Context: an optimization exercise on an open-source flow, tuned for small area, a short achievable clock period and few clock cycles. The choices shown serve that exercise and are no tape-out recipe.
Where RTL was checked, it was by simulation tests only, not by an equivalence proof against the original.
No activity file was given, so power comes from the tool's default toggle rates.

==> flow/design.v <==
module hyb_encoder (
    input  wire        clk,
    input  wire        rst,
    input  wire [19:0] cfg_knee0,        
    input  wire [19:0] cfg_knee1,        
    input  wire [19:0] cfg_knee2,        
    input  wire [2:0]  cfg_log2_s,       
    input  wire [25:0] cfg_period_ns,    
    input  wire [4:0]  cfg_width,        
    input  wire        cfg_dither_en,    
    input  wire        cfg_colour_rot,   
    input  wire [1:0]  cfg_fc,           
    input  wire        in_valid,
    output reg         in_ready,
    input  wire [19:0] in_p,
    input  wire [3:0]  in_trim,          
    input  wire [1:0]  in_colour,
    input  wire        in_x0,            
    input  wire        in_y0,            
    output reg         out_valid,
    output reg  [7:0]  out_a,
    output reg  [16:0] out_h,
    output reg  [9:0]  lad_addr,         
    input  wire [19:0] lad_rdata
);
    localparam [2:0] S_IDLE   = 3'd0,    
                     S_SEARCH = 3'd1,    
                     S_DEC    = 3'd2,    
                     S_FETCH  = 3'd3,    
                     S_WAIT   = 3'd4,    
                     S_ZERO   = 3'd5;    
    wire [2:0] k_req = (cfg_log2_s == 3'd7) ? 3'd6 : cfg_log2_s;
    reg  [2:0] k_use;
    integer jx;
    always @(*) begin
        k_use = 3'd0;
        for (jx = 1; jx <= 6; jx = jx + 1)
            if (jx <= k_req && {6'd0, cfg_period_ns} >= (32'd130208 << jx))
                k_use = jx[2:0];
    end
    reg [2:0] k_r;
    reg [4:0] width_r;
    reg [1:0] fc_r;
    reg       rot_r, dith_r;
    always @(posedge clk) begin
        k_r     <= k_use;
        width_r <= (cfg_width > 5'd16) ? 5'd16 : cfg_width;
        fc_r    <= cfg_fc;
        rot_r   <= cfg_colour_rot;
        dith_r  <= cfg_dither_en;
    end
    reg [2:0]  st;
    reg        fetch_r;       
    reg        fast_r;        
    reg [4:0]  s;             
    reg [19:0] p_r;
    reg [17:0] k_r2;          
    reg [3:0]  trim_r;
    reg [1:0]  col_r;
    reg        x0_r, y0_r;
    reg [7:0]  mp;            
    reg [7:0]  mk;            
    reg [19:0] lpa;           
    reg        lv;
    reg [7:0]  a_r;
    reg        zero_r;
    reg [3:0]  d_r;           
    reg [19:0] kc_raw;
    always @(*) begin
        case (in_colour)
            2'd0:    kc_raw = cfg_knee0;
            2'd1:    kc_raw = cfg_knee1;
            default: kc_raw = cfg_knee2;
        endcase
    end
    wire [17:0] kc_in = (kc_raw < 20'h01000) ? 18'h01000 :
                        (kc_raw > 20'h30000) ? 18'h30000 : kc_raw[17:0];
    wire        bneg0 = trim_r[1];
    wire        bone0 = trim_r[0];
    wire        btwo0 = trim_r[1] & ~trim_r[0];
    wire        bneg1 = trim_r[3] & ~(trim_r[2] & trim_r[1]);
    wire        bone1 = trim_r[2] ^ trim_r[1];
    wire        btwo1 = (trim_r[3] & ~trim_r[2] & ~trim_r[1]) | (~trim_r[3] & trim_r[2] & trim_r[1]);
    wire [19:0] bm0   = ({20{bone0}} & {2'b0, k_r2}) | ({20{btwo0}} & {1'b0, k_r2, 1'b0});
    wire [19:0] bm1   = ({20{bone1}} & {2'b0, k_r2}) | ({20{btwo1}} & {1'b0, k_r2, 1'b0});
    wire [22:0] kx    = {k_r2, 3'b0, bneg0 & bneg1, bneg0 ^ bneg1};
    wire [22:0] ky    = bneg0 ? ~{3'b0, bm0} : {3'b0, bm0};
    wire [22:0] kz    = bneg1 ? ~{1'b0, bm1, 2'b0} : {1'b0, bm1, 2'b0};
    wire [22:0] ks    = kx ^ ky ^ kz;
    wire [22:0] kcy   = {(kx[21:0] & ky[21:0]) | (kx[21:0] & kz[21:0]) | (ky[21:0] & kz[21:0]), 1'b0};
    wire [5:0]  klow  = {1'b0, ks[4:0]} + {1'b0, kcy[4:0]};
    wire [17:0] k_add = k_r2 + lpa[17:0] + {17'd0, lpa[18]};
    reg [1:0] m_dith;
    always @(*) begin
        case ({y0_r, x0_r})
            2'b00:   m_dith = 2'd0;
            2'b01:   m_dith = 2'd2;
            2'b10:   m_dith = 2'd3;
            default: m_dith = 2'd1;
        endcase
    end
    wire [1:0] cr    = rot_r ? col_r : 2'd0;
    wire [1:0] phi   = dith_r ? (m_dith + fc_r + cr) : 2'd0;
    wire [6:0] wphi  = width_r * phi;
    wire [3:0] d_w   = wphi[5:2];                           
    wire [1:0] c_w   = dith_r ? phi : 2'd2;                 
    wire        s_p   = s[0];                     
    wire [4:0]  s_m1  = s - 5'd1;
    wire [2:0]  bidx  = 3'd7 - s_m1[3:1];         
    wire [7:0]  bit_b = 8'd1 << bidx;
    wire [7:0]  mask1 = ((8'd1 << bidx) - 8'd1) >> 1;       
    wire [7:0]  m_cur = s_p ? mp : mk;
    wire [19:0] key   = s_p ? p_r : {2'b0, k_r2};
    wire        lt    = lad_rdata < key;
    wire [7:0]  m_lt  = m_cur | bit_b;
    wire [7:0]  nx0   = m_cur | mask1;
    wire [7:0]  nx1   = m_cur | bit_b | mask1;
    wire [8:0]  f0s   = {1'b0, mk} + {5'd0, d_r};
    wire [8:0]  f1s   = {1'b0, mk | 8'd1} + {5'd0, d_r};
    wire [7:0]  f0    = f0s[8] ? 8'd255 : f0s[7:0];
    wire [7:0]  f1    = f1s[8] ? 8'd255 : f1s[7:0];
    reg  [7:0]  f0_r, f1_r;
    wire        g0    = f0_r > mp;                
    wire        g1    = f1_r > mp;
    wire [7:0]  a0    = g0 ? f0_r : mp;
    wire [7:0]  a1    = g1 ? f1_r : mp;
    wire        fetch0 = g0 || !lv;
    wire        fetch1 = g1 || !lv;
    wire        h10   = (f0 > (mp | 8'd1)) || !lv;
    wire        h11   = (f1 > (mp | 8'd1)) || !lv;
    wire        fast0 = !(f0 > mp) && !(f1 > mp);    
    wire        fast1 = !h10 && !h11;
    reg         dv_busy;
    reg         dv_init;
    reg  [4:0]  dv_cnt;
    reg  [19:0] dv_rem;
    reg  [19:0] dv_l;
    reg  [19:0] dv_q;
    reg  [7:0]  dv_a;
    reg  [1:0]  dv_c;
    reg  [1:0]  c_r;
    wire [21:0] sub  = {1'b0, dv_rem, 1'b0} - {2'b0, dv_l};
    wire        qb   = !sub[21];
    wire        last = dv_busy && (dv_cnt == 5'd1);
    wire        dfree = !dv_busy || last;        
    wire        hand_f  = (st == S_SEARCH) && (s == 5'd16) && fast_r;
    wire        hand    = (st == S_ZERO) || (st == S_DEC && !fetch_r) ||
                          (st == S_FETCH) || (st == S_WAIT) || hand_f;
    wire        handoff = hand && dfree;
    reg         zp;
    wire        zskip   = (st == S_ZERO) && !dfree && !zp;
    wire        accept  = in_ready && in_valid;
    reg [2:0] st_n;
    always @(*) begin
        st_n = st;
        case (st)
            S_SEARCH: if (s == 5'd16) st_n = fast_r ? (handoff ? S_IDLE : S_WAIT) : S_DEC;
            S_DEC:    st_n = fetch_r ? S_FETCH : (handoff ? S_IDLE : S_WAIT);
            S_FETCH, S_WAIT: if (handoff) st_n = S_IDLE; else st_n = S_WAIT;
            S_ZERO:   st_n = (handoff || zskip) ? S_IDLE : S_WAIT;
            default: ;
        endcase
        if (accept) st_n = (in_p == 20'd0) ? S_ZERO : S_SEARCH;
    end
    wire fetch_n = (st == S_SEARCH && s == 5'd16) ? (lt ? fetch1 : fetch0) : fetch_r;
    wire fast_n  = (st == S_SEARCH && s == 5'd15) ? (lt ? fast1 : fast0) : fast_r;
    wire busy_n  = handoff || (dv_busy && !last);
    wire cnt1_n  = handoff ? 1'b0 : (dv_cnt == 5'd2);
    wire free_n  = !busy_n || cnt1_n;
    wire        h_eq  = (st != S_FETCH) && (p_r == lpa);
    reg         dv_eq, eq_o;
    wire [16:0] h_pow = 17'd1024 << k_r;
    wire [19:0] o_sum = dv_q + {17'd0, c_o, 1'b1};
    reg  [1:0]  c_o;
    reg  [7:0]  a_o;
    reg         last_q, zq;
    reg [7:0] la0, la1;
    always @(*) begin
        la0 = lad_addr[7:0];
        la1 = lad_addr[7:0];
        if (st == S_SEARCH) begin
            if (s == 5'd0) begin
                la0 = 8'd127;                     
                la1 = 8'd127;
            end else if (s <= 5'd14) begin
                la0 = nx0;
                la1 = nx1;
            end else if (s == 5'd16) begin
                la0 = a0;                         
                la1 = a1;
            end
        end
        if (accept) begin
            la0 = 8'd127;                         
            la1 = 8'd127;
        end
    end
    always @(posedge clk) begin
        lad_addr <= {accept ? in_colour : col_r, lt ? la1 : la0};
        st <= st_n;
        fetch_r <= fetch_n;
        fast_r  <= fast_n;
        f0_r    <= f0;
        f1_r    <= f1;
        in_ready <= (st_n == S_IDLE) || (st_n == S_ZERO && !zp) ||
                    (free_n && ((st_n == S_DEC && !fetch_n) || st_n == S_FETCH ||
                                st_n == S_WAIT || (st_n == S_ZERO && !zp) ||
                                (st_n == S_SEARCH && s == 5'd15 && fast_n)));
        s <= s + 5'd1;
        if (st == S_SEARCH) begin
            if (s == 5'd0) begin
                k_r2     <= ks[22:5];
                lpa      <= {1'b0, klow[5], kcy[22:5]};
                c_r      <= c_w;
                d_r      <= d_w;
            end else begin
                if (s == 5'd1)
                    k_r2 <= k_add;
                if (s_p) begin
                    if (lt) mp <= m_lt;
                    else begin
                        lpa <= lad_rdata;
                        lv  <= 1'b1;
                    end
                end else begin
                    if (lt) mk <= m_lt;
                end
                if (s == 5'd16) begin
                    a_r      <= lt ? a1 : a0;
                end
            end
        end
        if (st == S_FETCH)
            lpa <= lad_rdata;
        if (accept) begin
            s        <= 5'd0;
            p_r      <= in_p;
            zero_r   <= (in_p == 20'd0);
            k_r2     <= kc_in;
            trim_r   <= in_trim;
            col_r    <= in_colour;
            x0_r     <= in_x0;
            y0_r     <= in_y0;
            mp       <= 8'd0;
            mk       <= 8'd0;
            lv       <= 1'b0;
        end
        if (dv_busy)
            dv_q <= {dv_init ? 19'd0 : dv_q[18:0], qb};
        if (handoff) begin
            dv_cnt  <= (zero_r || h_eq) ? 5'd2 : (5'd13 + {2'd0, k_r});
            dv_eq   <= h_eq && !zero_r;
            dv_init <= 1'b1;
            dv_rem  <= p_r;
            dv_l    <= zero_r ? 20'hFFFFF : (st == S_FETCH) ? lad_rdata : lpa;
            dv_a    <= zero_r ? 8'd0 : hand_f ? (lt ? a1 : a0) : a_r;
            dv_c    <= c_r;
        end else if (dv_busy) begin
            dv_cnt  <= dv_cnt - 5'd1;
            dv_init <= 1'b0;
            dv_rem  <= qb ? sub[19:0] : {dv_rem[18:0], 1'b0};
        end
        dv_busy <= busy_n;
        last_q <= last;
        if (last) begin
            a_o  <= dv_a;
            c_o  <= dv_c;
            eq_o <= dv_eq;
        end
        zq <= last_q && zp;
        if (zskip)
            zp <= 1'b1;
        else if (zq)
            zp <= 1'b0;
        out_valid <= last_q || zq;
        out_a     <= zq ? 8'd0 : a_o;
        out_h     <= zq ? 17'd0 : eq_o ? h_pow : o_sum[19:3];
        if (rst) begin
            st        <= S_IDLE;
            dv_busy   <= 1'b0;
            last_q    <= 1'b0;
            zq        <= 1'b0;
            zp        <= 1'b0;
            out_valid <= 1'b0;
            in_ready  <= 1'b0;
        end
    end
endmodule
Settings: LEC_CHECK=0, CAP_MARGIN=20, CORE_MARGIN=2, CORE_UTILIZATION=40, SLEW_MARGIN=20; clock period 10.0 ns.
standard.sh (not shown) runs the stock make flow with config.mk's settings and CLKGATE_MAP_FILE= SYNTH_SCRIPT=/design/flow/synth_recipe.tcl, a recipe that flattens the netlist after the stock synthesis.
==> flow/flow/run.sh <==
#!/bin/bash
set -euo pipefail
export SETUP_SLACK_MARGIN=6.5
export BUFFER_PORTS_ARGS="-buffer_cell sky130_fd_sc_hd__buf_4"
bash standard.sh > flow_make.log 2>&1
The first run finished clean.
==> next run, changes <==
--- a/flow/design.v
+++ b/flow/design.v
@@ -164,15 +164,12 @@
     end
     wire fetch_n = (st == S_SEARCH && s == 5'd16) ? (lt ? fetch1 : fetch0) : fetch_r;
     wire fast_n  = (st == S_SEARCH && s == 5'd15) ? (lt ? fast1 : fast0) : fast_r;
     wire busy_n  = handoff || (dv_busy && !last);
     wire cnt1_n  = handoff ? 1'b0 : (dv_cnt == 5'd2);
     wire free_n  = !busy_n || cnt1_n;
-    wire        h_eq  = (st != S_FETCH) && (p_r == lpa);
-    reg         dv_eq, eq_o;
-    wire [16:0] h_pow = 17'd1024 << k_r;
     wire [19:0] o_sum = dv_q + {17'd0, c_o, 1'b1};
     reg  [1:0]  c_o;
     reg  [7:0]  a_o;
     reg         last_q, zq;
     reg [7:0] la0, la1;
     always @(*) begin
@@ -245,14 +242,13 @@
             mk       <= 8'd0;
             lv       <= 1'b0;
         end
         if (dv_busy)
             dv_q <= {dv_init ? 19'd0 : dv_q[18:0], qb};
         if (handoff) begin
-            dv_cnt  <= (zero_r || h_eq) ? 5'd2 : (5'd13 + {2'd0, k_r});
-            dv_eq   <= h_eq && !zero_r;
+            dv_cnt  <= zero_r ? 5'd2 : (5'd13 + {2'd0, k_r});
             dv_init <= 1'b1;
             dv_rem  <= p_r;
             dv_l    <= zero_r ? 20'hFFFFF : (st == S_FETCH) ? lad_rdata : lpa;
             dv_a    <= zero_r ? 8'd0 : hand_f ? (lt ? a1 : a0) : a_r;
             dv_c    <= c_r;
         end else if (dv_busy) begin
@@ -262,22 +258,21 @@
         end
         dv_busy <= busy_n;
         last_q <= last;
         if (last) begin
             a_o  <= dv_a;
             c_o  <= dv_c;
-            eq_o <= dv_eq;
         end
         zq <= last_q && zp;
         if (zskip)
             zp <= 1'b1;
         else if (zq)
             zp <= 1'b0;
         out_valid <= last_q || zq;
         out_a     <= zq ? 8'd0 : a_o;
-        out_h     <= zq ? 17'd0 : eq_o ? h_pow : o_sum[19:3];
+        out_h     <= zq ? 17'd0 : o_sum[19:3];
         if (rst) begin
             st        <= S_IDLE;
             dv_busy   <= 1'b0;
             last_q    <= 1'b0;
             zq        <= 1'b0;
             zp        <= 1'b0;
Effect:
- design area is higher by 1.6%
- core utilization is higher by 1.0 points
- combinational power is higher by about 3%
- wire length is higher by about 7%
- total power is higher by 3.9%
- global-route usage is higher by 2.0 points
Testbench counts after the change, summed over its fixed seeds: cycles 71,260.
Only the layout flow was run in the first run of this note; the RTL was not checked for function there.

* * *

RTL: the design.v shown in full above, as it stands there.
==> flow/config.mk <==
export PLATFORM = sky130hd
export DESIGN_NAME = hyb_encoder
export DESIGN_NICKNAME = hyb_encoder
export VERILOG_FILES = /design/flow/design.v
export SDC_FILE = /design/flow/constraint.sdc
export NUM_CORES = 4
export LEC_CHECK = 0
export CAP_MARGIN = 20
export CORE_MARGIN = 2
export CORE_UTILIZATION = 40
export SLEW_MARGIN = 20
==> flow/constraint.sdc <==
create_clock -name core_clock -period 10.0 [get_ports {clk}]
set_input_delay 2.0000 -clock core_clock [delete_from_list [all_inputs] [get_ports {clk}]]
set_output_delay 2.0000 -clock core_clock [all_outputs]
set_load 0.01 [all_outputs]
==> flow/flow/run.sh <==
#!/bin/bash
set -euo pipefail
export SETUP_SLACK_MARGIN=6.0
export BUFFER_PORTS_ARGS="-buffer_cell sky130_fd_sc_hd__buf_4"
bash standard.sh > flow_make.log 2>&1
Next try:
--- a/flow/design.v
+++ b/flow/design.v
@@ -40,14 +40,5 @@
     end
     reg [2:0] k_r;
-    reg [4:0] width_r;
-    reg [1:0] fc_r;
-    reg       rot_r, dith_r;
-    always @(posedge clk) begin
-        k_r     <= k_use;
-        width_r <= (cfg_width > 5'd16) ? 5'd16 : cfg_width;
-        fc_r    <= cfg_fc;
-        rot_r   <= cfg_colour_rot;
-        dith_r  <= cfg_dither_en;
-    end
+    always @(posedge clk) k_r <= k_use;
     reg [2:0]  st;
     reg        fetch_r;       
@@ -58,10 +49,8 @@
     reg [3:0]  trim_r;
     reg [1:0]  col_r;
-    reg        x0_r, y0_r;
     reg [7:0]  mp;            
     reg [7:0]  mk;            
     reg [19:0] lpa;           
     reg        lv;
-    reg [7:0]  a_r;
     reg        zero_r;
     reg [3:0]  d_r;           
@@ -93,5 +82,5 @@
     reg [1:0] m_dith;
     always @(*) begin
-        case ({y0_r, x0_r})
+        case ({in_y0, in_x0})
             2'b00:   m_dith = 2'd0;
             2'b01:   m_dith = 2'd2;
@@ -100,9 +89,10 @@
         endcase
     end
-    wire [1:0] cr    = rot_r ? col_r : 2'd0;
-    wire [1:0] phi   = dith_r ? (m_dith + fc_r + cr) : 2'd0;
-    wire [6:0] wphi  = width_r * phi;
-    wire [3:0] d_w   = wphi[5:2];                           
-    wire [1:0] c_w   = dith_r ? phi : 2'd2;                 
+    wire [4:0] width = (cfg_width > 5'd16) ? 5'd16 : cfg_width;
+    wire [1:0] cr    = cfg_colour_rot ? in_colour : 2'd0;
+    wire [1:0] phi   = cfg_dither_en ? (m_dith + cfg_fc + cr) : 2'd0;
+    wire [6:0] wphi  = width * phi;
+    wire [3:0] d_in  = wphi[5:2];                           
+    wire [1:0] c_in  = cfg_dither_en ? phi : 2'd2;          
     wire        s_p   = s[0];                     
     wire [4:0]  s_m1  = s - 5'd1;
@@ -168,10 +158,6 @@
     wire cnt1_n  = handoff ? 1'b0 : (dv_cnt == 5'd2);
     wire free_n  = !busy_n || cnt1_n;
-    wire        h_eq  = (st != S_FETCH) && (p_r == lpa);
-    reg         dv_eq, eq_o;
-    wire [16:0] h_pow = 17'd1024 << k_r;
     wire [19:0] o_sum = dv_q + {17'd0, c_o, 1'b1};
     reg  [1:0]  c_o;
-    reg  [7:0]  a_o;
     reg         last_q, zq;
     reg [7:0] la0, la1;
@@ -212,6 +198,4 @@
                 k_r2     <= ks[22:5];
                 lpa      <= {1'b0, klow[5], kcy[22:5]};
-                c_r      <= c_w;
-                d_r      <= d_w;
             end else begin
                 if (s == 5'd1)
@@ -227,5 +211,5 @@
                 end
                 if (s == 5'd16) begin
-                    a_r      <= lt ? a1 : a0;
+                    mp       <= lt ? a1 : a0;       
                 end
             end
@@ -240,6 +224,6 @@
             trim_r   <= in_trim;
             col_r    <= in_colour;
-            x0_r     <= in_x0;
-            y0_r     <= in_y0;
+            d_r      <= d_in;
+            c_r      <= c_in;
             mp       <= 8'd0;
             mk       <= 8'd0;
@@ -249,10 +233,9 @@
             dv_q <= {dv_init ? 19'd0 : dv_q[18:0], qb};
         if (handoff) begin
-            dv_cnt  <= (zero_r || h_eq) ? 5'd2 : (5'd13 + {2'd0, k_r});
-            dv_eq   <= h_eq && !zero_r;
+            dv_cnt  <= zero_r ? 5'd3 : (5'd13 + {2'd0, k_r});
             dv_init <= 1'b1;
             dv_rem  <= p_r;
             dv_l    <= zero_r ? 20'hFFFFF : (st == S_FETCH) ? lad_rdata : lpa;
-            dv_a    <= zero_r ? 8'd0 : hand_f ? (lt ? a1 : a0) : a_r;
+            dv_a    <= zero_r ? 8'd0 : hand_f ? (lt ? a1 : a0) : mp;
             dv_c    <= c_r;
         end else if (dv_busy) begin
@@ -263,9 +246,6 @@
         dv_busy <= busy_n;
         last_q <= last;
-        if (last) begin
-            a_o  <= dv_a;
+        if (last)
             c_o  <= dv_c;
-            eq_o <= dv_eq;
-        end
         zq <= last_q && zp;
         if (zskip)
@@ -274,6 +254,9 @@
             zp <= 1'b0;
         out_valid <= last_q || zq;
-        out_a     <= zq ? 8'd0 : a_o;
-        out_h     <= zq ? 17'd0 : eq_o ? h_pow : o_sum[19:3];
+        if (zq)
+            out_a <= 8'd0;
+        else if (last)
+            out_a <= dv_a;
+        out_h     <= zq ? 17'd0 : o_sum[19:3];
         if (rst) begin
             st        <= S_IDLE;
=>
- wire length came out higher by 7.4%
- setup slack loses 0.11 ns
- power is about the same
- final cell count fell by 1.9%
- final area decreases by 1.6%
- critical path depth shrinks by 2
- area after synthesis goes down by 4.8%
- maximum frequency went down by 2.7%
- sequential share of layout area is lower by 3.4 points
- global-route usage goes up by 2.6 points
- clock-buffer cell count fell by 4
- clock power stays flat
Function was not checked in any run of this note: the RTL went through the layout flow alone.

## afterwards: timing with drivers on the ports
The results above use ideal ports. As a check the final layouts listed here were re-extracted and re-timed, cells and wires unchanged. Step 1 assumes that a clkbuf_16 drives the clock port and a buf_2 every other input. Step 2 adds t to the input delays and takes it off the output delays; t is the mean of the earliest and latest rising clock arrival at the registers after step 1. Input paths then give back, and output paths get back, about the clock's delay inside the block. Slacks: ideal ports / drivers / drivers and shift; pairs: ideal ports / drivers.
| run | t, ns | setup WS [ns] | hold WS [ns] | worst data-port slew with drivers (ns) |
|---|---|---|---|---|
| the first run of note 1 | 0.621 | 6.038 / 6.052 / 5.431 | 0.419 / 0.419 / 0.419 | 0.14 |
| the second run of note 1 | 0.631 | 6.000 / 6.019 / 5.388 | 0.419 / 0.419 / 0.419 | 0.27 |
| the first run of note 2 | 0.624 | 5.946 / 5.967 / 5.343 | 0.417 / 0.417 / 0.417 | 0.05 |
| the second run of note 2 | 0.592 | 5.834 / 5.846 / 5.254 | 0.419 / 0.419 / 0.419 | 0.07 |
After both steps every run listed still meets setup and hold. For the second run of note 1, which loses most, drivers alone change the setup slack by +0.019 ns; drivers and shift together by -0.612 ns.
